This design comes from an exercise in tuning for small area, a short achievable clock period and few clock cycles per item on the open sky130 flow, not from production work.
At most, simulation tests tie the RTL to the original design; equivalence was not proved.
For run 1, only the layout was checked, not whether the RTL still works.

## flow/design.v (module list and top-level ports; edited modules follow where they fit)
// module loop_frame: 466 lines
// module lf_mac32: 1765 lines
// module lf_mac33: 1793 lines
module loop_frame (
    input  wire        clk,
    input  wire        rst,
    input  wire        cmd_valid,
    output wire        cmd_ready,
    input  wire [1:0]  cmd_op,
    input  wire [5:0]  cmd_addr,
    input  wire [31:0] cmd_data,
    input  wire [31:0] in_y,
    input  wire [31:0] in_r,
    input  wire [31:0] in_x1,
    input  wire [31:0] in_x2,
    input  wire [31:0] in_x3,
    output reg         out_valid,
    output reg  [31:0] out_value,
    output reg  [1:0]  out_lim,
    output reg  [11:0] out_flags
);
  // ...
==> flow/flow/run.sh <==
#!/bin/bash
# Layout flow: the standard ORFS flow (standard.sh), with repair_timing aimed
# at a setup slack margin so that the critical paths are sized for a short period.
# The clock period and all constraints stay the design's. Each make/tool output
# goes to its own log in this folder (ORFS also keeps its per-step logs under orfs/logs).
set -euo pipefail
MARGIN=24
bash standard.sh SETUP_SLACK_MARGIN=$MARGIN synth > flow_synth.log 2>&1
bash standard.sh SETUP_SLACK_MARGIN=$MARGIN floorplan > flow_floorplan.log 2>&1
bash standard.sh SETUP_SLACK_MARGIN=$MARGIN place > flow_place.log 2>&1
bash standard.sh SETUP_SLACK_MARGIN=$MARGIN cts > flow_cts.log 2>&1
bash standard.sh SETUP_SLACK_MARGIN=$MARGIN route > flow_route.log 2>&1
bash standard.sh SETUP_SLACK_MARGIN=$MARGIN finish > flow_finish.log 2>&1
==> flow/standard.sh <==
#!/bin/bash
# synth_recipe.tcl (not shown) runs the flow's synth.tcl, then flattens the netlist and writes it again
# the make line also repeats each setting of config.mk as NAME=value (left out here)
make -C /OpenROAD-flow-scripts/flow DESIGN_CONFIG=/design/flow/config.mk WORK_HOME=/design/flow/orfs CLKGATE_MAP_FILE= SYNTH_SCRIPT=/design/flow/synth_recipe.tcl "${@:-finish}"
==> flow/config.mk <==
export PLATFORM = sky130hd
export DESIGN_NAME = loop_frame
export DESIGN_NICKNAME = loop_frame
export VERILOG_FILES = /design/flow/design.v
export SDC_FILE = /design/flow/constraint.sdc
export NUM_CORES = 8
export LEC_CHECK = 0
export ABC_AREA = 1
export CAP_MARGIN = 20
export CORE_MARGIN = 2
export CORE_UTILIZATION = 40
export SLEW_MARGIN = 20
export TNS_END_PERCENT = 0
==> flow/constraint.sdc <==
create_clock -name core_clock -period 32.0 [get_ports {clk}]
set_input_delay 6.4000 -clock core_clock [delete_from_list [all_inputs] [get_ports {clk}]]
set_output_delay 6.4000 -clock core_clock [all_outputs]
set_load 0.01 [all_outputs]
==> results.json, run 1 <==
{
  "track_usage_pct": 39.1,
  "use_met3_pct": 12.6,
  "inverters": 4601,
  "yosys_warnings": 1,
  "syn-num-nets": 34000,
  "die-area_mm2": 0.609,
  "cts.clk_slew.worst_paths_ns": 0.06,
  "cts_setup_buffers": 156,
  "synthAdderAreaFrac_pct": 23.7,
  "largest_class": "multi-input gates",
  "initialDrtViolationCount": 32300,
  "fp-row-count": 285,
  "rsz0062_at_grt": "true",
  "cp.depth": 28,
  "met3_wirelength_um": 157000,
  "yosysMostFrequentCell": "nand2_1",
  "grt_max_degree": 128,
  "cpLargestDelayFamily": "adder cells",
  "rrSetupSlack_ns": 23.68,
  "min_to": "ring2[25]$_DFF_P_",
  "finalNetCount": 33800,
  "crit_required_ns": 32.89,
  "holdCritPathClass": "flop to flop",
  "clk-insertion-delay-late_ns": 1.08,
  "cp.arrival_ns": 9.20,
  "final_core_util_pct": 45.5,
  "vias_per_cell": 6.01,
  "r2r-end": "xq1[22]$_DFF_P_",
  "status": "complete, no violations",
  "fin_ws_ns": 23.68,
  "num-nonclk-buffers": 1154,
  "grt_pass1_wl_um": 1710000
}
==> module loop_frame, before the edit <==
module loop_frame (
    input  wire        clk,
    input  wire        rst,
    input  wire        cmd_valid,
    output wire        cmd_ready,
    input  wire [1:0]  cmd_op,
    input  wire [5:0]  cmd_addr,
    input  wire [31:0] cmd_data,
    input  wire [31:0] in_y,
    input  wire [31:0] in_r,
    input  wire [31:0] in_x1,
    input  wire [31:0] in_x2,
    input  wire [31:0] in_x3,
    output reg         out_valid,
    output reg  [31:0] out_value,
    output reg  [1:0]  out_lim,
    output reg  [11:0] out_flags
);
    localparam [31:0] SMAX = 32'h7fffffff;
    localparam [31:0] SMIN = 32'h80000000;
    localparam [31:0] ONE  = 32'h01000000;
    localparam F_SHAPE = 0, F_ERROR = 1, F_PID = 2, F_INTEG = 3, F_BQ0 = 4,
               F_BQ1 = 5, F_BQ2 = 6, F_BQ3 = 7, F_FF = 8, F_CLAMP = 9,
               F_RATE = 10, F_PSAT = 11;
    function [31:0] sat33;
        input [32:0] x;
        begin
            if (x[32] != x[31]) sat33 = x[32] ? SMIN : SMAX;
            else sat33 = x[31:0];
        end
    endfunction
    function ov33;
        input [32:0] x;
        begin
            ov33 = (x[32] != x[31]);
        end
    endfunction
    function [31:0] sat34;
        input [33:0] x;
        begin
            if (x[33] & ~(&x[32:31])) sat34 = SMIN;
            else if (~x[33] & (|x[32:31])) sat34 = SMAX;
            else sat34 = x[31:0];
        end
    endfunction
    function ov34;
        input [33:0] x;
        begin
            ov34 = (x[33] & ~(&x[32:31])) | (~x[33] & (|x[32:31]));
        end
    endfunction
    function [32:0] sx33;
        input [31:0] v;
        begin
            sx33 = {v[31], v};
        end
    endfunction
    function [33:0] sx34;
        input [31:0] v;
        begin
            sx34 = {{2{v[31]}}, v};
        end
    endfunction
    function [64:0] mrow;
        input        ai;
        input [64:0] acc;
        input [31:0] add;
        begin
            mrow = ai ? acc : {9'd0, ~add[31], add[30:0], 1'b0, 23'h7fffff};
        end
    endfunction
    reg  [6:0] sl;
    wire [6:0] sl_n = {sl[5:0], sl[6]};
    reg        init;
    reg        rdy;
    reg        cv_q, acc_q, rst_q;
    reg  [1:0] op_q;
    reg  [5:0] ad_q;
    assign cmd_ready = rdy;
    wire acc_cmd   = rdy & ~rst;
    wire acc_frame = acc_cmd & (op_q != 2'd3);
    wire acc_wr    = acc_cmd & (op_q == 2'd3);
    reg       vA, vB, vC;
    reg [1:0] opA, opB, opC;
    wire nA = vA & (opA == 2'd0), pA = vA & (opA == 2'd1), wA = nA | pA;
    wire nB = vB & (opB == 2'd0), pB = vB & (opB == 2'd1), wB = nB | pB;
    wire wC = vC & ((opC == 2'd0) | (opC == 2'd1));
    wire vA_n = sl[1] ? acc_frame : vA;
    wire vB_n = sl[1] ? vA : vB;
    wire vC_n = sl[1] ? vB : (vC & ~sl[2]);
    wire pA_n = sl[1] ? (acc_frame & (op_q == 2'd1)) : pA;
    wire pB_n = sl[1] ? pA : pB;
    reg       rg_v;
    reg [1:0] rg_u;
    reg [6:0] rg_s;
    always @(*) begin
        rg_v = 1'b1; rg_u = 2'd0; rg_s = 7'd0;
        case (ad_q)
            6'd0:  begin rg_u = 2'd0; rg_s = 7'b0001000; end    
            6'd2:  begin rg_u = 2'd0; rg_s = 7'b1000000; end    
            6'd3:  begin rg_u = 2'd1; rg_s = 7'b1000000; end    
            6'd4:  begin rg_u = 2'd2; rg_s = 7'b1000000; end    
            6'd6:  begin rg_u = 2'd3; rg_s = 7'b0001000; end    
            6'd7:  begin rg_u = 2'd3; rg_s = 7'b0010000; end    
            6'd8:  begin rg_u = 2'd3; rg_s = 7'b0100000; end    
            6'd12: begin rg_u = 2'd2; rg_s = 7'b0000100; end    
            6'd16: begin rg_u = 2'd0; rg_s = 7'b0000010; end    
            6'd17: begin rg_u = 2'd0; rg_s = 7'b0000100; end    
            6'd18: begin rg_u = 2'd0; rg_s = 7'b0100000; end    
            6'd19: begin rg_u = 2'd0; rg_s = 7'b0010000; end    
            6'd20: begin rg_u = 2'd0; rg_s = 7'b0000001; end    
            6'd21: begin rg_u = 2'd1; rg_s = 7'b0000100; end    
            6'd22: begin rg_u = 2'd1; rg_s = 7'b0010000; end    
            6'd23: begin rg_u = 2'd1; rg_s = 7'b0000001; end    
            6'd24: begin rg_u = 2'd1; rg_s = 7'b0100000; end    
            6'd25: begin rg_u = 2'd1; rg_s = 7'b0000010; end    
            6'd26: begin rg_u = 2'd1; rg_s = 7'b0001000; end    
            6'd27: begin rg_u = 2'd2; rg_s = 7'b0001000; end    
            6'd28: begin rg_u = 2'd2; rg_s = 7'b0000001; end    
            6'd29: begin rg_u = 2'd2; rg_s = 7'b0100000; end    
            6'd30: begin rg_u = 2'd2; rg_s = 7'b0000010; end    
            6'd31: begin rg_u = 2'd2; rg_s = 7'b0010000; end    
            6'd32: begin rg_u = 2'd3; rg_s = 7'b1000000; end    
            6'd33: begin rg_u = 2'd3; rg_s = 7'b0000010; end    
            6'd34: begin rg_u = 2'd3; rg_s = 7'b0000001; end    
            6'd35: begin rg_u = 2'd3; rg_s = 7'b0000100; end    
            default: rg_v = 1'b0;
        endcase
    end
    wire wr_plain  = (ad_q == 6'd1) | (ad_q == 6'd5) | (ad_q == 6'd9) |
                     (ad_q == 6'd10) | (ad_q == 6'd11) | (ad_q == 6'd13);
    wire wr_lreset = (ad_q == 6'd62);
    wire busy_n = vA_n | vB_n | vC_n;
    wire init_n = init & ~sl[6];
    wire wr_ok  = rg_v ? (~busy_n & (|(sl_n & rg_s))) :
                  wr_lreset ? (~busy_n & sl_n[2]) :
                  wr_plain ? ~busy_n : 1'b1;
    wire cmd_ok = (op_q != 2'd3) ? sl_n[1] : wr_ok;
    always @(posedge clk) begin
        if (rst) begin
            sl   <= 7'b0000001;
            init <= 1'b1;
            rdy  <= 1'b0;
            cv_q <= 1'b0;
            acc_q <= 1'b0;
            rst_q <= 1'b1;
            vA   <= 1'b0;
            vB   <= 1'b0;
            vC   <= 1'b0;
            opA  <= 2'd0;
            opB  <= 2'd0;
            opC  <= 2'd0;
        end else begin
            sl   <= sl_n;
            init <= init_n;
            rdy  <= cv_q & ~acc_q & ~rst_q & ~acc_cmd & ~init_n & cmd_ok;
            cv_q <= cmd_valid;
            acc_q <= acc_cmd;
            rst_q <= 1'b0;
            vC   <= vC_n;
            if (sl[1]) begin
                vB  <= vA;
                opC <= opB;
                opB <= opA;
                vA  <= acc_frame;
                opA <= op_q;
            end
        end
    end
    always @(posedge clk) begin
        op_q <= cmd_op;
        ad_q <= cmd_addr;
    end
    reg [223:0] ring0, ring1, ring2, ring3;
    wire [31:0] c0 = ring0[31:0], c1 = ring1[31:0], c2 = ring2[31:0], c3 = ring3[31:0];
    wire wr_r0 = acc_wr & rg_v & (rg_u == 2'd0);
    wire wr_r1 = acc_wr & rg_v & (rg_u == 2'd1);
    wire wr_r2 = acc_wr & rg_v & (rg_u == 2'd2);
    wire wr_r3 = acc_wr & rg_v & (rg_u == 2'd3);
    wire [31:0] def0 = (sl[1] | sl[3]) ? ONE : 32'd0;
    wire [31:0] def1 = (sl[2] | sl[3]) ? ONE : 32'd0;
    wire [31:0] def2 = sl[4] ? ONE : 32'd0;
    always @(posedge clk) begin
        ring0 <= {wr_r0 ? cmd_data : (init ? def0 : c0), ring0[223:32]};
        ring1 <= {wr_r1 ? cmd_data : (init ? def1 : c1), ring1[223:32]};
        ring2 <= {wr_r2 ? cmd_data : (init ? def2 : c2), ring2[223:32]};
        ring3 <= {wr_r3 ? cmd_data : (init ? 32'd0 : c3), ring3[223:32]};
    end
    reg [31:0] p_dr, p_bias, p_omin, p_omax, p_du;
    reg        p_rev;
    always @(posedge clk) begin
        if (rst) begin
            p_dr   <= SMAX;
            p_bias <= 32'd0;
            p_omin <= SMIN;
            p_omax <= SMAX;
            p_du   <= SMAX;
            p_rev  <= 1'b0;
        end else if (acc_wr) begin
            case (ad_q)
                6'd1:  p_dr   <= cmd_data;
                6'd5:  p_bias <= cmd_data;
                6'd9:  p_omin <= cmd_data;
                6'd10: p_omax <= cmd_data;
                6'd11: p_du   <= cmd_data;
                6'd13: p_rev  <= cmd_data[0];
                default: ;
            endcase
        end
    end
    reg [31:0] r_q, y_q, x1_q, x2_q, x3_q, t_q;
    reg [31:0] step_q, p_q, gi_q, d_q, f_q, u_q;
    reg [31:0] b0_q, b1_q, b2_q, b3_q;
    reg [64:0] acc0, acc1, acc2, acc3;
    reg [11:0] flA, flB;
    reg [31:0] st_rs, st_eprev, st_i;
    reg [31:0] s1_0, s1_1, s1_2, s1_3, s2_0, s2_1, s2_2, s2_3;
    reg        st_fz;
    reg       g0, i0, t0, a0s1, a0s2, a0u;
    reg       g1, i1, t1, a1s11, a1s12, a1s2, a1u;
    reg       g2, i2, t2, a2s2, a2s1, a2u;
    reg       g3, i3, t3, a3b, a3s2;
    always @(posedge clk) begin
        i0   <= sl_n[0] | sl_n[4];
        g0   <= sl_n[0] | sl_n[4] | (sl_n[1] & pA_n);
        t0   <= sl_n[2] | sl_n[5];
        a0s1 <= sl_n[1] & ~pA_n;
        a0u  <= sl_n[1] & pA_n;
        a0s2 <= sl_n[2];
        i1   <= sl_n[1] | sl_n[5];
        g1   <= sl_n[1] | sl_n[5] | ((sl_n[2] | sl_n[3]) & pB_n);
        t1   <= sl_n[0] | sl_n[4];
        a1s11 <= sl_n[2] & ~pB_n;
        a1s12 <= sl_n[3] & ~pB_n;
        a1u  <= (sl_n[2] | sl_n[3]) & pB_n;
        a1s2 <= sl_n[4];
        i2   <= sl_n[1] | sl_n[5];
        g2   <= sl_n[1] | sl_n[5] | (sl_n[4] & pB_n);
        t2   <= sl_n[0] | sl_n[3];
        a2s2 <= sl_n[3];
        a2s1 <= sl_n[4] & ~pB_n;
        a2u  <= sl_n[4] & pB_n;
        i3   <= sl_n[0] | sl_n[2] | sl_n[4] | sl_n[5];
        g3   <= sl_n[0] | sl_n[2];
        t3   <= sl_n[1] | sl_n[3] | sl_n[4] | sl_n[6];
        a3b  <= sl_n[3];
        a3s2 <= sl_n[6];
    end
    wire [31:0] ad0 = ({32{a0s1}} & s1_0) | ({32{a0s2}} & s2_0) | ({32{a0u}} & u_q);
    wire [31:0] ad1 = ({32{a1s11}} & s1_1) | ({32{a1s12}} & s1_2) | ({32{a1s2}} & s2_1) | ({32{a1u}} & u_q);
    wire [31:0] ad2 = ({32{a2s2}} & s2_2) | ({32{a2s1}} & s1_3) | ({32{a2u}} & u_q);
    wire [31:0] ad3 = ({32{a3b}} & p_bias) | ({32{a3s2}} & s2_3);
    reg  [31:0] xq0, xq1, xq3;
    reg  [32:0] xq2;
    wire [64:0] z0, z1, z2, z3;
    wire [31:0] r0, r1, r2, r3;
    wire        s0, s1, s2, s3;
    lf_mac32 u0 (.x(xq0), .y(c0), .neg(g0), .row(mrow(i0, acc0, ad0)), .st(t0), .z(z0), .r(r0), .s(s0));
    lf_mac32 u1 (.x(xq1), .y(c1), .neg(g1), .row(mrow(i1, acc1, ad1)), .st(t1), .z(z1), .r(r1), .s(s1));
    lf_mac33 u2 (.x(xq2), .y(c2), .neg(g2), .row(mrow(i2, acc2, ad2)), .st(t2), .z(z2), .r(r2), .s(s2));
    lf_mac32 u3 (.x(xq3), .y(c3), .neg(g3), .row(mrow(i3, acc3, ad3)), .st(t3), .z(z3), .r(r3), .s(s3));
    wire [32:0] dr_full  = sx33(r_q) - sx33(st_rs);
    wire [32:0] st_pl    = sx33(step_q) + sx33(p_dr);
    wire [32:0] st_mi    = sx33(p_dr) - sx33(step_q);
    wire        sel_dr   = p_dr[31] | st_mi[32];
    wire        sel_nd   = ~p_dr[31] & st_pl[32];
    wire [31:0] step_c   = sel_dr ? p_dr : (sel_nd ? (32'd0 - p_dr) : step_q);
    wire [32:0] rs_full  = sx33(st_rs) + sx33(step_c);
    wire [31:0] e_pa     = p_rev ? y_q : st_rs;
    wire [31:0] e_pb     = p_rev ? st_rs : y_q;
    wire [32:0] e_full   = sx33(e_pa) - sx33(e_pb);
    wire [31:0] e_new    = sat33(e_full);
    wire [32:0] ed_new   = sx33(e_new) - sx33(st_eprev);
    wire [31:0] dr_new   = sat33(dr_full);
    wire        gi_pos   = ~gi_q[31] & (|gi_q[30:0]);
    wire        i_cond   = ~((out_lim == 2'b01) & gi_pos) & ~((out_lim == 2'b11) & gi_q[31]);
    wire [32:0] i_full   = sx33(st_i) + sx33(gi_q);
    wire [31:0] i_new    = i_cond ? sat33(i_full) : st_i;
    wire [32:0] pd       = sx33(p_q) + sx33(d_q);
    wire [33:0] u_full   = {pd[32], pd} + sx34(i_new);
    wire [32:0] pu_full  = sx33(t_q) - sx33(f_q);
    wire [31:0] pu       = sat33(pu_full);
    wire [33:0] pi_full  = sx34(pu) - {pd[32], pd};
    wire [31:0] u_new    = pA ? pu : sat34(u_full);
    reg  [32:0] h1_q, l1_q;
    reg  [31:0] bmin_q, prev_q;
    wire [32:0] lo_q     = sx33(prev_q) - sx33(p_du);
    wire [32:0] hi_q     = sx33(prev_q) + sx33(p_du);
    always @(posedge clk) begin
        if (sl[1]) prev_q <= pA ? t_q : out_value;
        bmin_q <= ($signed(p_omin) < $signed(p_omax)) ? p_omin : p_omax;
        h1_q <= ($signed(sx33(p_omax)) < $signed(hi_q)) ? sx33(p_omax) : hi_q;
        l1_q <= ($signed(lo_q) > $signed(sx33(bmin_q))) ?
                    (($signed(lo_q) < $signed(hi_q)) ? lo_q : hi_q) :
                    (($signed(sx33(bmin_q)) < $signed(hi_q)) ? sx33(bmin_q) : hi_q);
    end
    wire [32:0] v_full   = sx33(pB ? u_q : b3_q) + sx33(f_q);
    wire [31:0] v_sat    = sat33(v_full);
    wire [32:0] hh       = ($signed(h1_q) > $signed(l1_q)) ? h1_q : l1_q;
    wire [1:0]  lim_new  = ($signed(sx33(v_sat)) > $signed(hh)) ? 2'b01 :
                           ($signed(sx33(v_sat)) < $signed(l1_q)) ? 2'b11 : 2'b00;
    reg  [31:0] v_q, o_q;
    reg  [32:0] wrt_q;
    reg         vov_q;
    wire [31:0] o_cl     = ($signed(v_q) < $signed(p_omin)) ? p_omin : v_q;
    wire [31:0] o_val    = ($signed(o_cl) > $signed(p_omax)) ? p_omax : o_cl;
    wire [32:0] w_m      = ($signed(sx33(v_q)) > $signed(h1_q)) ? h1_q : sx33(v_q);
    wire [32:0] w_rt     = ($signed(w_m) < $signed(l1_q)) ? l1_q : w_m;
    always @(posedge clk) begin
        if (sl[5]) begin
            v_q   <= v_sat;
            vov_q <= ov33(v_full);
        end
        if (sl[6]) begin
            o_q   <= o_val;
            wrt_q <= w_rt;
        end
    end
    wire [32:0] w_c1     = ($signed(wrt_q) < $signed(sx33(p_omin))) ? sx33(p_omin) : wrt_q;
    wire [32:0] w_fin    = ($signed(w_c1) > $signed(sx33(p_omax))) ? sx33(p_omax) : w_c1;
    wire        f_clamp  = (o_q != v_q) | (w_fin != wrt_q);
    wire        f_rate   = (wrt_q != sx33(o_q));
    wire lreset = acc_wr & wr_lreset;
    always @(posedge clk) begin
        if (sl[1]) begin
            r_q  <= in_r;
            y_q  <= in_y;
            x1_q <= in_x1;
            x2_q <= in_x2;
            x3_q <= in_x3;
            t_q  <= cmd_data;
        end
        step_q <= r0;
        p_q    <= r0;
        gi_q   <= r1;
        d_q    <= st_fz ? 32'd0 : r2;
        if (sl[5]) f_q <= r3;
        if (sl[0]) u_q <= u_new;
        if (sl[1]) b0_q <= r0;
        if (sl[2]) b1_q <= r1;
        if (sl[3]) b2_q <= r1;
        if (sl[4]) b3_q <= r2;
        case (1'b1)
            sl[6]: begin
                xq0 <= pB ? u_q : b0_q;  xq1 <= pB ? u_q : b0_q;
                xq2 <= sx33(pB ? u_q : b1_q); xq3 <= b3_q;
            end
            sl[0]: begin
                xq0 <= u_new;  xq1 <= pB ? u_q : b1_q;
                xq2 <= sx33(pB ? u_q : b2_q); xq3 <= pB ? u_q : b2_q;
            end
            sl[1]: begin
                xq0 <= u_q;    xq1 <= pA ? u_q : r0;
                xq2 <= sx33(b2_q); xq3 <= pB ? xq3 : b3_q;
            end
            sl[2]: begin
                xq0 <= dr_new; xq1 <= pB ? u_q : r1;
                xq2 <= sx33(r1); xq3 <= x1_q;
            end
            sl[3]: begin
                xq0 <= b0_q;   xq1 <= b0_q;
                xq2 <= sx33(pB ? u_q : r1); xq3 <= x2_q;
            end
            sl[4]: begin
                xq0 <= u_q;    xq1 <= b1_q;
                xq2 <= sx33(b2_q); xq3 <= x3_q;
            end
            default: begin
                xq0 <= e_new;  xq1 <= e_new;
                xq2 <= ed_new; xq3 <= b2_q;
            end
        endcase
        if (t0) acc0 <= z0;
        acc1 <= z1;
        if (t2) acc2 <= z2;
        acc3 <= z3;
    end
    always @(posedge clk) begin
        if (rst) begin
            st_rs <= 32'd0; st_eprev <= 32'd0; st_i <= 32'd0; st_fz <= 1'b0;
            s1_0 <= 32'd0; s1_1 <= 32'd0; s1_2 <= 32'd0; s1_3 <= 32'd0;
            s2_0 <= 32'd0; s2_1 <= 32'd0; s2_2 <= 32'd0; s2_3 <= 32'd0;
            out_value <= 32'd0; out_lim <= 2'd0;
        end else if (lreset) begin
            st_rs <= cmd_data; st_eprev <= 32'd0; st_i <= 32'd0;
            s1_0 <= 32'd0; s1_1 <= 32'd0; s1_2 <= 32'd0; s1_3 <= 32'd0;
            s2_0 <= 32'd0; s2_1 <= 32'd0; s2_2 <= 32'd0; s2_3 <= 32'd0;
            out_value <= c2; out_lim <= 2'd0;
        end else begin
            if (sl[4] & vA) st_rs <= sat33(rs_full);
            if (sl[6] & vA) st_fz <= (opA == 2'd2);
            if (sl[6] & wA) st_eprev <= xq0;
            if (sl[0] & nA) st_i <= i_new;
            if (sl[0] & pA) st_i <= sat34(pi_full);
            if (sl[1] & pA) s1_0 <= r0;
            if (sl[4] & nB) s1_0 <= r0;
            if (sl[0] & wB) s2_0 <= r0;
            if (sl[2] & pB) s1_1 <= r1;
            if (sl[5] & nB) s1_1 <= r1;
            if (sl[1] & wB) s2_1 <= r1;
            if (sl[3] & pB) s1_2 <= r1;
            if (sl[5] & nB) s1_2 <= r2;
            if (sl[1] & wB) s2_2 <= r2;
            if (sl[4] & pB) s1_3 <= r2;
            if (sl[0] & nB) s1_3 <= r3;
            if (sl[2] & wC) s2_3 <= r3;
            if (sl[5] & wB) out_lim <= lim_new;
            if (sl[0] & wB) out_value <= w_fin[31:0];
        end
    end
    always @(posedge clk) begin
        if (rst) begin
            out_valid <= 1'b0;
            out_flags <= 12'd0;
            flA <= 12'd0;
            flB <= 12'd0;
        end else begin
            out_valid <= sl[2] & vC;
            if (sl[1]) begin
                out_flags <= flB
                           | ((wB & s1) ? (12'd1 << F_BQ1) : 12'd0)
                           | ((wB & s2) ? (12'd1 << F_BQ2) : 12'd0);
                flB <= flA | ((wA & s0) ? (12'd1 << F_BQ0) : 12'd0);
                flA <= 12'd0;
            end else begin
                if (sl[2] & wC & s3) out_flags[F_BQ3] <= 1'b1;
                case (1'b1)
                    sl[2]: begin
                        if (vA & ov33(dr_full)) flA[F_SHAPE] <= 1'b1;
                        if (wB & s1) flB[F_BQ1] <= 1'b1;
                    end
                    sl[3]: begin
                        if (vA & s0) flA[F_SHAPE] <= 1'b1;
                        if (wB & s1) flB[F_BQ2] <= 1'b1;
                    end
                    sl[4]: begin
                        if (vA & ov33(rs_full)) flA[F_SHAPE] <= 1'b1;
                        if (wB & s2) flB[F_BQ3] <= 1'b1;
                        if (nB & s0) flB[F_BQ0] <= 1'b1;
                    end
                    sl[5]: begin
                        if (wA & ov33(e_full)) flA[F_ERROR] <= 1'b1;
                        if (wA & s3) flA[F_FF] <= 1'b1;
                        if (nB & s1) flB[F_BQ1] <= 1'b1;
                        if (nB & s2) flB[F_BQ2] <= 1'b1;
                        if (wB & ov33(v_full)) flB[F_FF] <= 1'b1;
                    end
                    sl[6]: begin
                        if (wA & (s0 | (s2 & ~st_fz))) flA[F_PID] <= 1'b1;
                        if (nA & s1) flA[F_INTEG] <= 1'b1;
                    end
                    sl[0]: begin
                        if (nA & i_cond & ov33(i_full)) flA[F_INTEG] <= 1'b1;
                        if (nA & ov34(u_full)) flA[F_PID] <= 1'b1;
                        if (pA & (ov33(pu_full) | ov34(pi_full))) flA[F_PSAT] <= 1'b1;
                        if (wB & s0) flB[F_BQ0] <= 1'b1;
                        if (nB & s3) flB[F_BQ3] <= 1'b1;
                        if (wB & f_clamp) flB[F_CLAMP] <= 1'b1;
                        if (wB & f_rate) flB[F_RATE] <= 1'b1;
                    end
                    default: ;
                endcase
            end
        end
    end
endmodule
==> inputs of run 2 (changes only) <==
--- a/flow/design.v
+++ b/flow/design.v
@@ -74,11 +74,8 @@
     reg        init;
     reg        rdy;
-    reg        cv_q, acc_q, rst_q;
-    reg  [1:0] op_q;
-    reg  [5:0] ad_q;
     assign cmd_ready = rdy;
-    wire acc_cmd   = rdy & ~rst;
-    wire acc_frame = acc_cmd & (op_q != 2'd3);
-    wire acc_wr    = acc_cmd & (op_q == 2'd3);
+    wire acc_cmd   = cmd_valid & rdy & ~rst;
+    wire acc_frame = acc_cmd & (cmd_op != 2'd3);
+    wire acc_wr    = acc_cmd & (cmd_op == 2'd3);
     reg       vA, vB, vC;
     reg [1:0] opA, opB, opC;
@@ -89,5 +86,5 @@
     wire vB_n = sl[1] ? vA : vB;
     wire vC_n = sl[1] ? vB : (vC & ~sl[2]);
-    wire pA_n = sl[1] ? (acc_frame & (op_q == 2'd1)) : pA;
+    wire pA_n = sl[1] ? (acc_frame & (cmd_op == 2'd1)) : pA;
     wire pB_n = sl[1] ? pA : pB;
     reg       rg_v;
@@ -96,5 +93,5 @@
     always @(*) begin
         rg_v = 1'b1; rg_u = 2'd0; rg_s = 7'd0;
-        case (ad_q)
+        case (cmd_addr)
             6'd0:  begin rg_u = 2'd0; rg_s = 7'b0001000; end    
             6'd2:  begin rg_u = 2'd0; rg_s = 7'b1000000; end    
@@ -128,7 +125,7 @@
         endcase
     end
-    wire wr_plain  = (ad_q == 6'd1) | (ad_q == 6'd5) | (ad_q == 6'd9) |
-                     (ad_q == 6'd10) | (ad_q == 6'd11) | (ad_q == 6'd13);
-    wire wr_lreset = (ad_q == 6'd62);
+    wire wr_plain  = (cmd_addr == 6'd1) | (cmd_addr == 6'd5) | (cmd_addr == 6'd9) |
+                     (cmd_addr == 6'd10) | (cmd_addr == 6'd11) | (cmd_addr == 6'd13);
+    wire wr_lreset = (cmd_addr == 6'd62);
     wire busy_n = vA_n | vB_n | vC_n;
     wire init_n = init & ~sl[6];
@@ -136,5 +133,5 @@
                   wr_lreset ? (~busy_n & sl_n[2]) :
                   wr_plain ? ~busy_n : 1'b1;
-    wire cmd_ok = (op_q != 2'd3) ? sl_n[1] : wr_ok;
+    wire cmd_ok = (cmd_op != 2'd3) ? sl_n[1] : wr_ok;
     always @(posedge clk) begin
         if (rst) begin
@@ -142,7 +139,4 @@
             init <= 1'b1;
             rdy  <= 1'b0;
-            cv_q <= 1'b0;
-            acc_q <= 1'b0;
-            rst_q <= 1'b1;
             vA   <= 1'b0;
             vB   <= 1'b0;
@@ -154,8 +148,5 @@
             sl   <= sl_n;
             init <= init_n;
-            rdy  <= cv_q & ~acc_q & ~rst_q & ~acc_cmd & ~init_n & cmd_ok;
-            cv_q <= cmd_valid;
-            acc_q <= acc_cmd;
-            rst_q <= 1'b0;
+            rdy  <= cmd_valid & ~acc_cmd & ~init_n & cmd_ok;
             vC   <= vC_n;
             if (sl[1]) begin
@@ -164,12 +155,8 @@
                 opB <= opA;
                 vA  <= acc_frame;
-                opA <= op_q;
+                opA <= cmd_op;
             end
         end
     end
-    always @(posedge clk) begin
-        op_q <= cmd_op;
-        ad_q <= cmd_addr;
-    end
     reg [223:0] ring0, ring1, ring2, ring3;
     wire [31:0] c0 = ring0[31:0], c1 = ring1[31:0], c2 = ring2[31:0], c3 = ring3[31:0];
@@ -198,5 +185,5 @@
             p_rev  <= 1'b0;
         end else if (acc_wr) begin
-            case (ad_q)
+            case (cmd_addr)
                 6'd1:  p_dr   <= cmd_data;
                 6'd5:  p_bias <= cmd_data;
@@ -265,11 +252,16 @@
     wire        sel_dr   = p_dr[31] | st_mi[32];
     wire        sel_nd   = ~p_dr[31] & st_pl[32];
-    wire [31:0] step_c   = sel_dr ? p_dr : (sel_nd ? (32'd0 - p_dr) : step_q);
-    wire [32:0] rs_full  = sx33(st_rs) + sx33(step_c);
+    wire [32:0] rs_a     = sx33(st_rs) + sx33(step_q);
+    wire [32:0] rs_b     = sx33(st_rs) + sx33(p_dr);
+    wire [32:0] rs_c     = sx33(st_rs) - sx33(p_dr);
+    wire [32:0] rs_full  = sel_dr ? rs_b : (sel_nd ? rs_c : rs_a);
     wire [31:0] e_pa     = p_rev ? y_q : st_rs;
     wire [31:0] e_pb     = p_rev ? st_rs : y_q;
     wire [32:0] e_full   = sx33(e_pa) - sx33(e_pb);
+    wire [33:0] ed_a     = sx34(e_pa) - sx34(e_pb) - sx34(st_eprev);
+    wire [32:0] ed_b     = sx33(SMAX) - sx33(st_eprev);
+    wire [32:0] ed_c     = sx33(SMIN) - sx33(st_eprev);
+    wire [32:0] ed_new   = ov33(e_full) ? (e_full[32] ? ed_c : ed_b) : ed_a[32:0];
     wire [31:0] e_new    = sat33(e_full);
-    wire [32:0] ed_new   = sx33(e_new) - sx33(st_eprev);
     wire [31:0] dr_new   = sat33(dr_full);
     wire        gi_pos   = ~gi_q[31] & (|gi_q[30:0]);
@@ -277,16 +269,17 @@
     wire [32:0] i_full   = sx33(st_i) + sx33(gi_q);
     wire [31:0] i_new    = i_cond ? sat33(i_full) : st_i;
-    wire [32:0] pd       = sx33(p_q) + sx33(d_q);
-    wire [33:0] u_full   = {pd[32], pd} + sx34(i_new);
+    wire [33:0] u_full   = sx34(p_q) + sx34(i_new) + sx34(d_q);
     wire [32:0] pu_full  = sx33(t_q) - sx33(f_q);
     wire [31:0] pu       = sat33(pu_full);
-    wire [33:0] pi_full  = sx34(pu) - {pd[32], pd};
+    wire [33:0] pi_full  = sx34(pu) - sx34(p_q) - sx34(d_q);
     wire [31:0] u_new    = pA ? pu : sat34(u_full);
-    reg  [32:0] h1_q, l1_q;
-    reg  [31:0] bmin_q, prev_q;
-    wire [32:0] lo_q     = sx33(prev_q) - sx33(p_du);
-    wire [32:0] hi_q     = sx33(prev_q) + sx33(p_du);
+    reg  [32:0] lo_q, hi_q, h1_q, l1_q;
+    reg  [31:0] bmin_q;
+    wire [31:0] prev     = pA ? t_q : out_value;
     always @(posedge clk) begin
-        if (sl[1]) prev_q <= pA ? t_q : out_value;
+        if (sl[1]) begin
+            lo_q <= sx33(prev) - sx33(p_du);
+            hi_q <= sx33(prev) + sx33(p_du);
+        end
         bmin_q <= ($signed(p_omin) < $signed(p_omax)) ? p_omin : p_omax;
         h1_q <= ($signed(sx33(p_omax)) < $signed(hi_q)) ? sx33(p_omax) : hi_q;
@@ -323,5 +316,5 @@
     wire lreset = acc_wr & wr_lreset;
     always @(posedge clk) begin
-        if (sl[1]) begin
+        if (acc_frame) begin
             r_q  <= in_r;
             y_q  <= in_y;
==> flow/run.sh (new file) <==
#!/bin/bash
# synth_recipe.tcl (not shown) runs the flow's synth.tcl, then flattens the netlist and writes it again
# the make line also repeats each setting of config.mk as NAME=value (left out here)
make -C /OpenROAD-flow-scripts/flow DESIGN_CONFIG=/design/flow/config.mk WORK_HOME=/design/flow/orfs CLKGATE_MAP_FILE= SYNTH_SCRIPT=/design/flow/synth_recipe.tcl finish
--- a/flow/config.mk
+++ b/flow/config.mk
@@ -11,3 +11,2 @@
 export CORE_UTILIZATION = 40
 export SLEW_MARGIN = 20
-export TNS_END_PERCENT = 0
removed: flow/flow/run.sh
removed: flow/standard.sh
==> results.json, run 2 <==
{
  "synth_top_area_share_pct": 17.2,
  "fp-row-count": 283,
  "ys_seq_area_share_pct": 25.1,
  "track_usage_pct": 41.1,
  "worst_slew_pin_slew_ns": 1.41,
  "ctsLongestPathBuffers": 4,
  "die_y_um": 777,
  "cpLargestDelayFamily": "adder cells",
  "totalNegativeSetupSlack_ns": 0,
  "cts_resized": 0,
  "initial_core_util_pct": 40.2,
  "status": "complete, no violations",
  "antenna_found_initial": 215,
  "die_w_um": 777,
  "cp_max_fo": 32,
  "fin_skew_ns": 0.117,
  "crit_required_ns": 32.85,
  "yosys.area.top_type": "fa_1",
  "cts_root_buf": "clkbuf_16",
  "dp_hpwl_um": 981000,
  "critPathCaptureType": "flop",
  "cts.clk_slew.worst_paths_ns": 0.06,
  "start_kind": "flop",
  "final_common_cell": "nand2_1",
  "grt_max_degree": 131,
  "area_growth_pct": 9.75,
  "synth-main-ff-cell": "dfxtp_1",
  "die-area_mm2": 0.604,
  "grt_pass1_vias": 215000,
  "wl_um": 1280000,
  "rsz0062_at_grt": "false",
  "vias": 228000,
  "finalNetCount": 32800,
  "numCtsBuffers": 320,
  "max_freq_ghz": 0.0889,
  "synth.cell_area_mm2": 0.239,
  "syn-num-nets": 33300,
  "ios": 251,
  "tritoncts": "built",
  "clock-sinks": 2642,
  "finalHoldViolations": 0,
  "syn-instance-count": 29700,
  "wl_per_cell_um": 34.3,
  "ys_top_cells_by_area": "fa_1 17%, dfxtp_1 16%, xor2_1 9.8%, edfxtp_1 8.9%, nand2_1 7.4%",
  "dr.pass1.iters": 7,
  "gp_congestion": 1.09,
  "h-tree-depth": 5,
  "yosysMostFrequentCell": "nand2_1",
  "initialDrtViolationCount": 34100,
  "vias_per_cell": 6.09,
  "cp_slowest_cell": "clkinv_1",
  "syn_area_per_cell_um2": 8.06,
  "portBuffers": 250,
  "worstSetupPathType": "flop to flop",
  "holdCritPathClass": "flop to flop",
  "synthArstFlopShare_pct": 0,
  "clk-insertion-delay-late_ns": 1.07,
  "ys_ff_latch": 2642,
  "core-area_mm2": 0.595,
  "drive_gt1_share_pct": 6.03,
  "finalSetupViolCount": 0,
  "postCtsHoldBufs": 0,
  "path_buf_inv": 6,
  "final_cell_mix": "4673 x nand2_1, 4353 x inv_1, 2666 x xor2_1",
  "final.min_clock_period_ns": 11.25,
  "ant_nets": 0,
  "yosys_warnings": 1,
  "synth_cell_types": 95,
  "slew_headroom_pct": 5.72,
  "final_core_util_pct": 44.1,
  "synth-edff-count": 708,
  "grt-ovfl-total": 0,
  "cts_setup_buffers": 0,
  "drc": 0,
  "synth_common_cells": "4700 x nand2_1, 4418 x inv_1, 2669 x xor2_1",
  "finalMaxSlewViolations": 0,
  "period_share_pct": 35.1,
  "cap_viol_max_count": 0,
  "cp.arrival_ns": 12.10,
  "grt_pass1_wl_um": 1750000,
  "cpPeakStageDelay_ns": 0.99
}
-- run 2: cell count changes after synthesis, sizes merged, moves of 80 or more --
cell,delta
nand2,-835
xor2,+80
fa,+93
nor2,+84
o211ai,+88
nand3,-196
-- run 2: metrics by stage --
step / hold WS, ns / cells / instance area [um^2] / setup slack (ns)
final: 0.296 / 37500 / 262000 / 20.75
after global routing: 0.303 / 37400 / 262000 / 20.46
after CTS: 0.283 / 37300 / 262000 / 21.13
after detailed placement: 0.312 / 36700 / 251000 / 21.14
after global placement: 0.310 / 36700 / 251000 / 21.14
after floorplan: 0.310 / 29700 / 239000 / 20.83
-- run 2: area by class of cell --
cell class                      instances  area (um^2)
Clock inverter                        159         1810
Inverter                             4534        17100
Sequential cell                      2642        60000
Multi-Input combinational cell      20800       157000
Clock buffer                          436         9090
Fill cell                           59500       332000
Tap cell                             7837         9810
Antenna cell                          148          370
Timing Repair Buffer                  920         7630
-- run 2: logic make-up after synthesis --
family                     synth area share (%)
adders and majority gates                  24.5
DFF                                        25.1
xor gates and xnor gates                   11.0
AOI/OAI and AO/OA                          16.3
buffers and inverters                      9.88
and+or+nand+nor                            13.2
muxes                                    0.0592
-- run 2: path summary, 6_finish.rpt --
path	start	endpoint	slack (ns)	cells past startpoint
max reg2reg	g1$_DFF_P_	xq2[2]$_DFF_P_	20.75	32
min	ring3[36]$_DFF_P_	ring3[4]$_DFF_P_	0.30	0
min reg2reg	ring3[36]$_DFF_P_	ring3[4]$_DFF_P_	0.30	0
max	g1$_DFF_P_	xq2[2]$_DFF_P_	20.75	32
-- run 2: layer usage --
| layer | part of all wire, % | GRT usage [%] |
|---|---|---|
| met5 | 0.049 | 0.395 |
| met4 | 6.7 | 23.0 |
| met2 | 39 | 56.3 |
| met3 | 14 | 13.6 |
| met1 | 40 | 56.5 |
Testbench counts of run 2, summed over its fixed seeds: cycles 11,296, frames 1,600.
==> inputs of run 3 (changes only) <==
--- a/flow/design.v
+++ b/flow/design.v
@@ -74,8 +74,11 @@
     reg        init;
     reg        rdy;
+    reg        cv_q, acc_q, rst_q;
+    reg  [1:0] op_q;
+    reg  [5:0] ad_q;
     assign cmd_ready = rdy;
-    wire acc_cmd   = cmd_valid & rdy & ~rst;
-    wire acc_frame = acc_cmd & (cmd_op != 2'd3);
-    wire acc_wr    = acc_cmd & (cmd_op == 2'd3);
+    wire acc_cmd   = rdy & ~rst;
+    wire acc_frame = acc_cmd & (op_q != 2'd3);
+    wire acc_wr    = acc_cmd & (op_q == 2'd3);
     reg       vA, vB, vC;
     reg [1:0] opA, opB, opC;
@@ -86,5 +89,5 @@
     wire vB_n = sl[1] ? vA : vB;
     wire vC_n = sl[1] ? vB : (vC & ~sl[2]);
-    wire pA_n = sl[1] ? (acc_frame & (cmd_op == 2'd1)) : pA;
+    wire pA_n = sl[1] ? (acc_frame & (op_q == 2'd1)) : pA;
     wire pB_n = sl[1] ? pA : pB;
     reg       rg_v;
@@ -93,5 +96,5 @@
     always @(*) begin
         rg_v = 1'b1; rg_u = 2'd0; rg_s = 7'd0;
-        case (cmd_addr)
+        case (ad_q)
             6'd0:  begin rg_u = 2'd0; rg_s = 7'b0001000; end    
             6'd2:  begin rg_u = 2'd0; rg_s = 7'b1000000; end    
@@ -125,7 +128,7 @@
         endcase
     end
-    wire wr_plain  = (cmd_addr == 6'd1) | (cmd_addr == 6'd5) | (cmd_addr == 6'd9) |
-                     (cmd_addr == 6'd10) | (cmd_addr == 6'd11) | (cmd_addr == 6'd13);
-    wire wr_lreset = (cmd_addr == 6'd62);
+    wire wr_plain  = (ad_q == 6'd1) | (ad_q == 6'd5) | (ad_q == 6'd9) |
+                     (ad_q == 6'd10) | (ad_q == 6'd11) | (ad_q == 6'd13);
+    wire wr_lreset = (ad_q == 6'd62);
     wire busy_n = vA_n | vB_n | vC_n;
     wire init_n = init & ~sl[6];
@@ -133,5 +136,5 @@
                   wr_lreset ? (~busy_n & sl_n[2]) :
                   wr_plain ? ~busy_n : 1'b1;
-    wire cmd_ok = (cmd_op != 2'd3) ? sl_n[1] : wr_ok;
+    wire cmd_ok = (op_q != 2'd3) ? sl_n[1] : wr_ok;
     always @(posedge clk) begin
         if (rst) begin
@@ -139,4 +142,7 @@
             init <= 1'b1;
             rdy  <= 1'b0;
+            cv_q <= 1'b0;
+            acc_q <= 1'b0;
+            rst_q <= 1'b1;
             vA   <= 1'b0;
             vB   <= 1'b0;
@@ -148,5 +154,8 @@
             sl   <= sl_n;
             init <= init_n;
-            rdy  <= cmd_valid & ~acc_cmd & ~init_n & cmd_ok;
+            rdy  <= cv_q & ~acc_q & ~rst_q & ~acc_cmd & ~init_n & cmd_ok;
+            cv_q <= cmd_valid;
+            acc_q <= acc_cmd;
+            rst_q <= 1'b0;
             vC   <= vC_n;
             if (sl[1]) begin
@@ -155,8 +164,12 @@
                 opB <= opA;
                 vA  <= acc_frame;
-                opA <= cmd_op;
+                opA <= op_q;
             end
         end
     end
+    always @(posedge clk) begin
+        op_q <= cmd_op;
+        ad_q <= cmd_addr;
+    end
     reg [223:0] ring0, ring1, ring2, ring3;
     wire [31:0] c0 = ring0[31:0], c1 = ring1[31:0], c2 = ring2[31:0], c3 = ring3[31:0];
@@ -185,5 +198,5 @@
             p_rev  <= 1'b0;
         end else if (acc_wr) begin
-            case (cmd_addr)
+            case (ad_q)
                 6'd1:  p_dr   <= cmd_data;
                 6'd5:  p_bias <= cmd_data;
@@ -247,21 +260,18 @@
     lf_mac33 u2 (.x(xq2), .y(c2), .neg(g2), .row(mrow(i2, acc2, ad2)), .st(t2), .z(z2), .r(r2), .s(s2));
     lf_mac32 u3 (.x(xq3), .y(c3), .neg(g3), .row(mrow(i3, acc3, ad3)), .st(t3), .z(z3), .r(r3), .s(s3));
-    wire [32:0] dr_full  = sx33(r_q) - sx33(st_rs);
+    wire [32:0] dr_full;
+    lf_add33 a_dr (.a(sx33(r_q)), .b(~sx33(st_rs)), .ci(1'b1), .s(dr_full));
     wire [32:0] st_pl    = sx33(step_q) + sx33(p_dr);
     wire [32:0] st_mi    = sx33(p_dr) - sx33(step_q);
     wire        sel_dr   = p_dr[31] | st_mi[32];
     wire        sel_nd   = ~p_dr[31] & st_pl[32];
-    wire [32:0] rs_a     = sx33(st_rs) + sx33(step_q);
-    wire [32:0] rs_b     = sx33(st_rs) + sx33(p_dr);
-    wire [32:0] rs_c     = sx33(st_rs) - sx33(p_dr);
-    wire [32:0] rs_full  = sel_dr ? rs_b : (sel_nd ? rs_c : rs_a);
+    wire [31:0] step_c   = sel_dr ? p_dr : (sel_nd ? ~p_dr : step_q);
+    wire [32:0] rs_full;
+    lf_add33 a_rs (.a(sx33(st_rs)), .b(sx33(step_c)), .ci(sel_nd), .s(rs_full));
     wire [31:0] e_pa     = p_rev ? y_q : st_rs;
     wire [31:0] e_pb     = p_rev ? st_rs : y_q;
     wire [32:0] e_full   = sx33(e_pa) - sx33(e_pb);
-    wire [33:0] ed_a     = sx34(e_pa) - sx34(e_pb) - sx34(st_eprev);
-    wire [32:0] ed_b     = sx33(SMAX) - sx33(st_eprev);
-    wire [32:0] ed_c     = sx33(SMIN) - sx33(st_eprev);
-    wire [32:0] ed_new   = ov33(e_full) ? (e_full[32] ? ed_c : ed_b) : ed_a[32:0];
     wire [31:0] e_new    = sat33(e_full);
+    wire [32:0] ed_new   = sx33(e_new) - sx33(st_eprev);
     wire [31:0] dr_new   = sat33(dr_full);
     wire        gi_pos   = ~gi_q[31] & (|gi_q[30:0]);
@@ -269,17 +279,17 @@
     wire [32:0] i_full   = sx33(st_i) + sx33(gi_q);
     wire [31:0] i_new    = i_cond ? sat33(i_full) : st_i;
-    wire [33:0] u_full   = sx34(p_q) + sx34(i_new) + sx34(d_q);
+    wire [32:0] pd       = sx33(p_q) + sx33(d_q);
+    wire [33:0] u_full   = {pd[32], pd} + sx34(i_new);
     wire [32:0] pu_full  = sx33(t_q) - sx33(f_q);
     wire [31:0] pu       = sat33(pu_full);
-    wire [33:0] pi_full  = sx34(pu) - sx34(p_q) - sx34(d_q);
+    wire [33:0] pi_full  = sx34(pu) - {pd[32], pd};
     wire [31:0] u_new    = pA ? pu : sat34(u_full);
-    reg  [32:0] lo_q, hi_q, h1_q, l1_q;
-    reg  [31:0] bmin_q;
-    wire [31:0] prev     = pA ? t_q : out_value;
+    reg  [32:0] h1_q, l1_q;
+    reg  [31:0] bmin_q, prev_q;
+    wire [32:0] lo_q, hi_q;
+    lf_add33 a_lo (.a(sx33(prev_q)), .b(~sx33(p_du)), .ci(1'b1), .s(lo_q));
+    lf_add33 a_hi (.a(sx33(prev_q)), .b(sx33(p_du)), .ci(1'b0), .s(hi_q));
     always @(posedge clk) begin
-        if (sl[1]) begin
-            lo_q <= sx33(prev) - sx33(p_du);
-            hi_q <= sx33(prev) + sx33(p_du);
-        end
+        if (sl[1]) prev_q <= pA ? t_q : out_value;
         bmin_q <= ($signed(p_omin) < $signed(p_omax)) ? p_omin : p_omax;
         h1_q <= ($signed(sx33(p_omax)) < $signed(hi_q)) ? sx33(p_omax) : hi_q;
@@ -288,33 +298,32 @@
                     (($signed(sx33(bmin_q)) < $signed(hi_q)) ? sx33(bmin_q) : hi_q);
     end
-    wire [32:0] v_full   = sx33(pB ? u_q : b3_q) + sx33(f_q);
+    wire [32:0] v_full;
+    lf_add33 a_v (.a(sx33(pB ? u_q : b3_q)), .b(sx33(f_q)), .ci(1'b0), .s(v_full));
     wire [31:0] v_sat    = sat33(v_full);
     wire [32:0] hh       = ($signed(h1_q) > $signed(l1_q)) ? h1_q : l1_q;
-    wire [1:0]  lim_new  = ($signed(sx33(v_sat)) > $signed(hh)) ? 2'b01 :
-                           ($signed(sx33(v_sat)) < $signed(l1_q)) ? 2'b11 : 2'b00;
-    reg  [31:0] v_q, o_q;
+    wire        v_gt_hh  = $signed(sx33(v_sat)) > $signed(hh);
+    wire        v_lt_l1  = $signed(sx33(v_sat)) < $signed(l1_q);
+    wire [1:0]  lim_new  = v_gt_hh ? 2'b01 : (v_lt_l1 ? 2'b11 : 2'b00);
+    wire [32:0] w_rt     = v_lt_l1 ? l1_q : (v_gt_hh ? hh : sx33(v_sat));
+    wire        v_gt_mx  = $signed(v_sat) > $signed(p_omax);
+    wire        v_lt_bm  = $signed(v_sat) < $signed(bmin_q);
+    wire [31:0] o_val    = v_gt_mx ? p_omax : (v_lt_bm ? bmin_q : v_sat);
+    reg  [31:0] o_q;
     reg  [32:0] wrt_q;
-    reg         vov_q;
-    wire [31:0] o_cl     = ($signed(v_q) < $signed(p_omin)) ? p_omin : v_q;
-    wire [31:0] o_val    = ($signed(o_cl) > $signed(p_omax)) ? p_omax : o_cl;
-    wire [32:0] w_m      = ($signed(sx33(v_q)) > $signed(h1_q)) ? h1_q : sx33(v_q);
-    wire [32:0] w_rt     = ($signed(w_m) < $signed(l1_q)) ? l1_q : w_m;
+    reg         ovo_q;
     always @(posedge clk) begin
         if (sl[5]) begin
-            v_q   <= v_sat;
-            vov_q <= ov33(v_full);
-        end
-        if (sl[6]) begin
             o_q   <= o_val;
             wrt_q <= w_rt;
+            ovo_q <= v_gt_mx | v_lt_bm;
         end
     end
-    wire [32:0] w_c1     = ($signed(wrt_q) < $signed(sx33(p_omin))) ? sx33(p_omin) : wrt_q;
-    wire [32:0] w_fin    = ($signed(w_c1) > $signed(sx33(p_omax))) ? sx33(p_omax) : w_c1;
-    wire        f_clamp  = (o_q != v_q) | (w_fin != wrt_q);
+    wire [32:0] w_m      = ($signed(wrt_q) > $signed(sx33(p_omax))) ? sx33(p_omax) : wrt_q;
+    wire [32:0] w_fin    = ($signed(w_m) < $signed(sx33(bmin_q))) ? sx33(bmin_q) : w_m;
+    wire        f_clamp  = ovo_q | (w_fin != wrt_q);
     wire        f_rate   = (wrt_q != sx33(o_q));
     wire lreset = acc_wr & wr_lreset;
     always @(posedge clk) begin
-        if (acc_frame) begin
+        if (sl[1]) begin
             r_q  <= in_r;
             y_q  <= in_y;
@@ -399,5 +408,5 @@
             if (sl[2] & wC) s2_3 <= r3;
             if (sl[5] & wB) out_lim <= lim_new;
-            if (sl[0] & wB) out_value <= w_fin[31:0];
+            if (sl[6] & wB) out_value <= w_fin[31:0];
         end
     end
@@ -442,4 +451,6 @@
                         if (wA & (s0 | (s2 & ~st_fz))) flA[F_PID] <= 1'b1;
                         if (nA & s1) flA[F_INTEG] <= 1'b1;
+                        if (wB & f_clamp) flB[F_CLAMP] <= 1'b1;
+                        if (wB & f_rate) flB[F_RATE] <= 1'b1;
                     end
                     sl[0]: begin
@@ -449,6 +460,4 @@
                         if (wB & s0) flB[F_BQ0] <= 1'b1;
                         if (nB & s3) flB[F_BQ3] <= 1'b1;
-                        if (wB & f_clamp) flB[F_CLAMP] <= 1'b1;
-                        if (wB & f_rate) flB[F_RATE] <= 1'b1;
                     end
                     default: ;
@@ -4016,2 +4025,129 @@
     assign s = cin ? (ovb_p | ovb_n) : (ova_p | ova_n);
 endmodule
+module lf_add33 (
+    input  wire [32:0] a,
+    input  wire [32:0] b,
+    input  wire        ci,
+    output wire [32:0] s
+);
+    wire [32:0] p = a ^ b;
+    wire [32:0] g = a & b;
+    wire g0 = g[0] | (p[0] & ci);
+    wire bg1 = g[1] | (p[1] & g0);
+    wire bp1 = p[1] & p[0];
+    wire bg2 = g[3] | (p[3] & g[2]);
+    wire bp2 = p[3] & p[2];
+    wire bg3 = g[5] | (p[5] & g[4]);
+    wire bp3 = p[5] & p[4];
+    wire bg4 = g[7] | (p[7] & g[6]);
+    wire bp4 = p[7] & p[6];
+    wire bg5 = g[9] | (p[9] & g[8]);
+    wire bp5 = p[9] & p[8];
+    wire bg6 = g[11] | (p[11] & g[10]);
+    wire bp6 = p[11] & p[10];
+    wire bg7 = g[13] | (p[13] & g[12]);
+    wire bp7 = p[13] & p[12];
+    wire bg8 = g[15] | (p[15] & g[14]);
+    wire bp8 = p[15] & p[14];
+    wire bg9 = g[17] | (p[17] & g[16]);
+    wire bp9 = p[17] & p[16];
+    wire bg10 = g[19] | (p[19] & g[18]);
+    wire bp10 = p[19] & p[18];
+    wire bg11 = g[21] | (p[21] & g[20]);
+    wire bp11 = p[21] & p[20];
+    wire bg12 = g[23] | (p[23] & g[22]);
+    wire bp12 = p[23] & p[22];
+    wire bg13 = g[25] | (p[25] & g[24]);
+    wire bp13 = p[25] & p[24];
+    wire bg14 = g[27] | (p[27] & g[26]);
+    wire bp14 = p[27] & p[26];
+    wire bg15 = g[29] | (p[29] & g[28]);
+    wire bp15 = p[29] & p[28];
+    wire bg16 = g[31] | (p[31] & g[30]);
+    wire bp16 = p[31] & p[30];
+    wire bg17 = bg2 | (bp2 & bg1);
+    wire bp17 = bp2 & bp1;
+    wire bg18 = bg4 | (bp4 & bg3);
+    wire bp18 = bp4 & bp3;
+    wire bg19 = bg6 | (bp6 & bg5);
+    wire bp19 = bp6 & bp5;
+    wire bg20 = bg8 | (bp8 & bg7);
+    wire bp20 = bp8 & bp7;
+    wire bg21 = bg10 | (bp10 & bg9);
+    wire bp21 = bp10 & bp9;
+    wire bg22 = bg12 | (bp12 & bg11);
+    wire bp22 = bp12 & bp11;
+    wire bg23 = bg14 | (bp14 & bg13);
+    wire bp23 = bp14 & bp13;
+    wire bg24 = bg16 | (bp16 & bg15);
+    wire bp24 = bp16 & bp15;
+    wire bg25 = bg18 | (bp18 & bg17);
+    wire bp25 = bp18 & bp17;
+    wire bg26 = bg20 | (bp20 & bg19);
+    wire bp26 = bp20 & bp19;
+    wire bg27 = bg22 | (bp22 & bg21);
+    wire bp27 = bp22 & bp21;
+    wire bg28 = bg24 | (bp24 & bg23);
+    wire bp28 = bp24 & bp23;
+    wire bg29 = bg26 | (bp26 & bg25);
+    wire bp29 = bp26 & bp25;
+    wire bg30 = bg28 | (bp28 & bg27);
+    wire bp30 = bp28 & bp27;
+    wire bg31 = bg30 | (bp30 & bg29);
+    wire bp31 = bp30 & bp29;
+    wire bg32 = bg27 | (bp27 & bg29);
+    wire bp32 = bp27 & bp29;
+    wire bg33 = bg19 | (bp19 & bg25);
+    wire bp33 = bp19 & bp25;
+    wire bg34 = bg21 | (bp21 & bg29);
+    wire bp34 = bp21 & bp29;
+    wire bg35 = bg23 | (bp23 & bg32);
+    wire bp35 = bp23 & bp32;
+    wire bg36 = bg3 | (bp3 & bg17);
+    wire bp36 = bp3 & bp17;
+    wire bg37 = bg5 | (bp5 & bg25);
+    wire bp37 = bp5 & bp25;
+    wire bg38 = bg7 | (bp7 & bg33);
+    wire bp38 = bp7 & bp33;
+    wire bg39 = bg9 | (bp9 & bg29);
+    wire bp39 = bp9 & bp29;
+    wire bg40 = bg11 | (bp11 & bg34);
+    wire bp40 = bp11 & bp34;
+    wire bg41 = bg13 | (bp13 & bg32);
+    wire bp41 = bp13 & bp32;
+    wire bg42 = bg15 | (bp15 & bg35);
+    wire bp42 = bp15 & bp35;
+    wire bg43 = g[2] | (p[2] & bg1);
+    wire bp43 = p[2] & bp1;
+    wire bg44 = g[4] | (p[4] & bg17);
+    wire bp44 = p[4] & bp17;
+    wire bg45 = g[6] | (p[6] & bg36);
+    wire bp45 = p[6] & bp36;
+    wire bg46 = g[8] | (p[8] & bg25);
+    wire bp46 = p[8] & bp25;
+    wire bg47 = g[10] | (p[10] & bg37);
+    wire bp47 = p[10] & bp37;
+    wire bg48 = g[12] | (p[12] & bg33);
+    wire bp48 = p[12] & bp33;
+    wire bg49 = g[14] | (p[14] & bg38);
+    wire bp49 = p[14] & bp38;
+    wire bg50 = g[16] | (p[16] & bg29);
+    wire bp50 = p[16] & bp29;
+    wire bg51 = g[18] | (p[18] & bg39);
+    wire bp51 = p[18] & bp39;
+    wire bg52 = g[20] | (p[20] & bg34);
+    wire bp52 = p[20] & bp34;
+    wire bg53 = g[22] | (p[22] & bg40);
+    wire bp53 = p[22] & bp40;
+    wire bg54 = g[24] | (p[24] & bg32);
+    wire bp54 = p[24] & bp32;
+    wire bg55 = g[26] | (p[26] & bg41);
+    wire bp55 = p[26] & bp41;
+    wire bg56 = g[28] | (p[28] & bg35);
+    wire bp56 = p[28] & bp35;
+    wire bg57 = g[30] | (p[30] & bg42);
+    wire bp57 = p[30] & bp42;
+    wire bg58 = g[32] | (p[32] & bg31);
+    wire bp58 = p[32] & bp31;
+    assign s = {p[32] ^ bg31, p[31] ^ bg57, p[30] ^ bg42, p[29] ^ bg56, p[28] ^ bg35, p[27] ^ bg55, p[26] ^ bg41, p[25] ^ bg54, p[24] ^ bg32, p[23] ^ bg53, p[22] ^ bg40, p[21] ^ bg52, p[20] ^ bg34, p[19] ^ bg51, p[18] ^ bg39, p[17] ^ bg50, p[16] ^ bg29, p[15] ^ bg49, p[14] ^ bg38, p[13] ^ bg48, p[12] ^ bg33, p[11] ^ bg47, p[10] ^ bg37, p[9] ^ bg46, p[8] ^ bg25, p[7] ^ bg45, p[6] ^ bg36, p[5] ^ bg44, p[4] ^ bg17, p[3] ^ bg43, p[2] ^ bg1, p[1] ^ g0, p[0] ^ ci};
+endmodule
==> flow/flow/run.sh (new file) <==
#!/bin/bash
# Layout flow: the standard ORFS flow (standard.sh), with repair_timing aimed
# at a setup slack margin so that the critical paths are sized for a short period.
# The clock period and all constraints stay the design's. Each make/tool output
# goes to its own log in this folder (ORFS also keeps its per-step logs under orfs/logs).
set -euo pipefail
MARGIN=24
bash standard.sh SYNTH_ARGS=-noabc SETUP_SLACK_MARGIN=$MARGIN synth > flow_synth.log 2>&1
bash standard.sh SETUP_SLACK_MARGIN=$MARGIN floorplan > flow_floorplan.log 2>&1
bash standard.sh SETUP_SLACK_MARGIN=$MARGIN place > flow_place.log 2>&1
bash standard.sh SETUP_SLACK_MARGIN=$MARGIN cts > flow_cts.log 2>&1
bash standard.sh SETUP_SLACK_MARGIN=$MARGIN route > flow_route.log 2>&1
bash standard.sh SETUP_SLACK_MARGIN=$MARGIN finish > flow_finish.log 2>&1
==> flow/standard.sh (new file) <==
#!/bin/bash
# synth_recipe.tcl (not shown) runs the flow's synth.tcl, then flattens the netlist and writes it again
# the make line also repeats each setting of config.mk as NAME=value (left out here)
make -C /OpenROAD-flow-scripts/flow DESIGN_CONFIG=/design/flow/config.mk WORK_HOME=/design/flow/orfs CLKGATE_MAP_FILE= SYNTH_SCRIPT=/design/flow/synth_recipe.tcl "${@:-finish}"
--- a/flow/config.mk
+++ b/flow/config.mk
@@ -11,2 +11,3 @@
 export CORE_UTILIZATION = 40
 export SLEW_MARGIN = 20
+export TNS_END_PERCENT = 10
removed: flow/run.sh
==> results.json, run 3 <==
{
  "ios": 251,
  "die-area_mm2": 0.583,
  "grt_max_degree": 128,
  "initial_core_util_pct": 40.2,
  "cts_root_buf": "clkbuf_16",
  "final.min_clock_period_ns": 8.23,
  "finalNetCount": 31700,
  "finalHoldViolations": 0,
  "ys_ff_latch": 2599,
  "antenna_found_initial": 122,
  "cp.arrival_ns": 9.08,
  "synth-main-ff-cell": "dfxtp_1",
  "cpLargestDelayFamily": "simple AND/OR/NAND/NOR gates",
  "final_cell_mix": "5036 x nand2_1, 2720 x inv_1, 2431 x xor2_1",
  "initialDrtViolationCount": 29500,
  "critPathCaptureType": "flop",
  "syn-instance-count": 28000,
  "worstSetupPathType": "flop to flop",
  "dp_hpwl_um": 859000,
  "grt-ovfl-total": 0,
  "track_usage_pct": 39.1,
  "ant_nets": 0,
  "yosys_warnings": 1,
  "rsz0062_at_grt": "true",
  "top_usage_layer": "met2",
  "wl_per_cell_um": 33.2,
  "worst_slew_pin_slew_ns": 1.30,
  "holdPathStages": 0,
  "core-area_mm2": 0.574,
  "cp_slowest_cell": "nand3_1",
  "fin_skew_ns": 0.102,
  "cp_max_fo": 54,
  "postCtsHoldBufs": 0,
  "yosys.area.top_type": "fa_1",
  "synthArstFlopShare_pct": 0,
  "ys_seq_area_share_pct": 25.3,
  "synth-edff-count": 644,
  "clk-insertion-delay-late_ns": 1.05,
  "vias": 220000,
  "r2r_cells": 31,
  "start_kind": "flop",
  "die_y_um": 763,
  "yosysMostFrequentCell": "nand2_1",
  "synth_top_area_share_pct": 18.2,
  "slew_headroom_pct": 12.7,
  "syn_area_per_cell_um2": 8.25,
  "cpPeakStageDelay_ns": 0.46,
  "numCtsBuffers": 314,
  "final_common_cell": "nand2_1",
  "wl_um": 1190000,
  "finalSetupViolCount": 0,
  "path_buf_inv": 4,
  "cpMostUsedCell": "nand2_1",
  "cp.depth": 31,
  "grt.met1_usage_pct": 49.5,
  "h-tree-depth": 5,
  "finalMaxSlewViolations": 0,
  "met2_usage_pct": 56.0,
  "final_core_util_pct": 46.9,
  "dr.pass1.iters": 10,
  "clock-sinks": 2599,
  "crit_required_ns": 32.86,
  "period_share_pct": 25.7,
  "synth.cell_area_mm2": 0.231,
  "ys_top_cells_by_area": "fa_1 18%, dfxtp_1 17%, xor2_1 9.8%, nand2_1 8.7%, edfxtp_1 8.4%",
  "totalNegativeSetupSlack_ns": 0,
  "tritoncts": "built",
  "cap_viol_max_count": 0,
  "area_growth_pct": 16.6,
  "ctsLongestPathBuffers": 4,
  "gp_congestion": 1.07,
  "use_met3_pct": 12.9,
  "synth_cell_types": 76,
  "vias_per_cell": 6.13,
  "die_w_um": 763,
  "portBuffers": 250,
  "holdCritPathClass": "flop to flop",
  "synth_common_cells": "5326 x nand2_1, 2845 x inv_1, 2575 x xor2_1",
  "syn-num-nets": 31700,
  "drive_gt1_share_pct": 12.3,
  "cts.clk_slew.worst_paths_ns": 0.06,
  "max_freq_ghz": 0.122,
  "grt_pass1_wl_um": 1630000,
  "status": "complete, no violations",
  "grt_pass1_vias": 208000,
  "drc": 0,
  "fp-row-count": 278
}
==> run 3: cell count changes in the layout (fill, tap and decap cells not counted), sizes merged, moves of 64 or more <==
| cell | previous run | this run |
|---|---|---|
| inv | 4536 | 2928 |
| nand2 | 4726 | 5405 |
| xnor2 | 325 | 244 |
| edfxtp | 708 | 644 |
| xor2 | 2670 | 2577 |
| nor2 | 1537 | 1155 |
| buf | 668 | 1009 |
| o211ai | 373 | 120 |
==> run 3: worst reg2reg max path: cells and delay by family (launching register included) <==
kind            cells  cell delay [ns]
flops               1             0.36
compound gates      5             1.19
fa+ha+maj           2             0.81
buf+inv             4             1.39
xor+xnor            1             0.45
simple gates       19             3.87
==> run 3: cells by family after synthesis <==
group,count (synthesis),share of synthesized area (%)
adder cells (fa/ha/maj),3550,26.1
multiplexers,24,0.116
buffers and inverters,4686,7.72
AO/OA/AOI/OAI,6393,16.0
flip-flops,2599,25.3
AND/OR/NAND/NOR,7907,14.0
XOR/XNOR,2821,10.7
==> run 3: final cells by class <==
cell class | count | area [um^2]
sequential | 2599 | 58900
fill | 55700 | 305000
antenna | 115 | 288
clock inverter | 145 | 1640
tap | 7560 | 9460
timing repair buffer | 1329 | 14900
timing repair inverter | 1 | 5.00
inverter | 2952 | 11200
multi-input combinational | 20700 | 163000
clock buffer | 439 | 9330
==> run 3: per-layer routing <==
metal | wire (um) | vias to the layer above | part of all wire, %
li1 | - | 92900 | -
met1 | 447000 | 108000 | 38
met2 | 486000 | 15500 | 41
met3 | 152000 | 3681 | 13
met4 | 106000 | 42 | 8.9
met5 | 330 | - | 0.028
==> run 3: worst paths after layout <==
kind,startpoint,end,slack (ns)
worst max-delay path,p_omax[8]$_SDFFE_PP1P_,flB[9]$_SDFFE_PP0P_,23.77
worst min-delay path,ring1[41]$_DFF_P_,ring1[9]$_DFF_P_,0.27
worst max register to register,p_omax[8]$_SDFFE_PP1P_,flB[9]$_SDFFE_PP0P_,23.77
worst min register to register,ring1[41]$_DFF_P_,ring1[9]$_DFF_P_,0.27
==> run 3: stage by stage <==
| stage | hold WS (ns) | instances | setup WS, ns | area [um^2] |
|---|---|---|---|---|
| global placement | 0.310 | 34700 | 21.70 | 242000 |
| finish | 0.266 | 35900 | 23.77 | 269000 |
| floorplan | 0.310 | 28000 | 23.91 | 231000 |
| CTS | 0.234 | 35600 | 23.78 | 263000 |
| detailed placement | 0.312 | 34700 | 21.77 | 242000 |
| global route | 0.241 | 35800 | 23.71 | 269000 |
==> run 3: repair_timing <==
item,in CTS,in global routing
setup buffers,243,161
endpoints found under the setup margin,989,949
cloned,79,29
gates resized for setup,1498,780
pin swaps,226,302
Testbench counts of run 3, summed over its fixed seeds: cycles 11,312, frames 1,600.

afterwards: timing with drivers on the ports:
The results above use ideal ports. As a check the final layouts listed here were re-extracted and re-timed, cells and wires unchanged.
Step 1 sets driving cells, clkbuf_16 on the clock port and buf_2 on the other inputs (assumed; they add their load-dependent delay and slew).
Step 2, shift: input delay + t, output delay - t, t = (earliest + latest rising clock arrival at the registers) / 2. This alone moves slack from input paths to output paths.
a / b / c = ideal / step 1 / step 2; a / b = the first two.
run	shift t [ns]	setup WS [ns]	worst setup path after step 2	latest minus earliest clock arrival (ns)	worst slew at a driven data input, ns
run 1	1.143	23.684 / 23.684 / 22.685	input to register	0.146 / 0.145	0.19
run 2	1.153	20.752 / 20.752 / 20.752	register to register	0.121 / 0.121	0.46
run 3	1.137	23.772 / 23.694 / 22.788	input to register	0.106 / 0.105	0.15
After both steps every run listed still meets setup and hold. For run 1, which loses most, drivers alone change the setup slack by 0.000 ns; drivers and shift together by -0.999 ns.
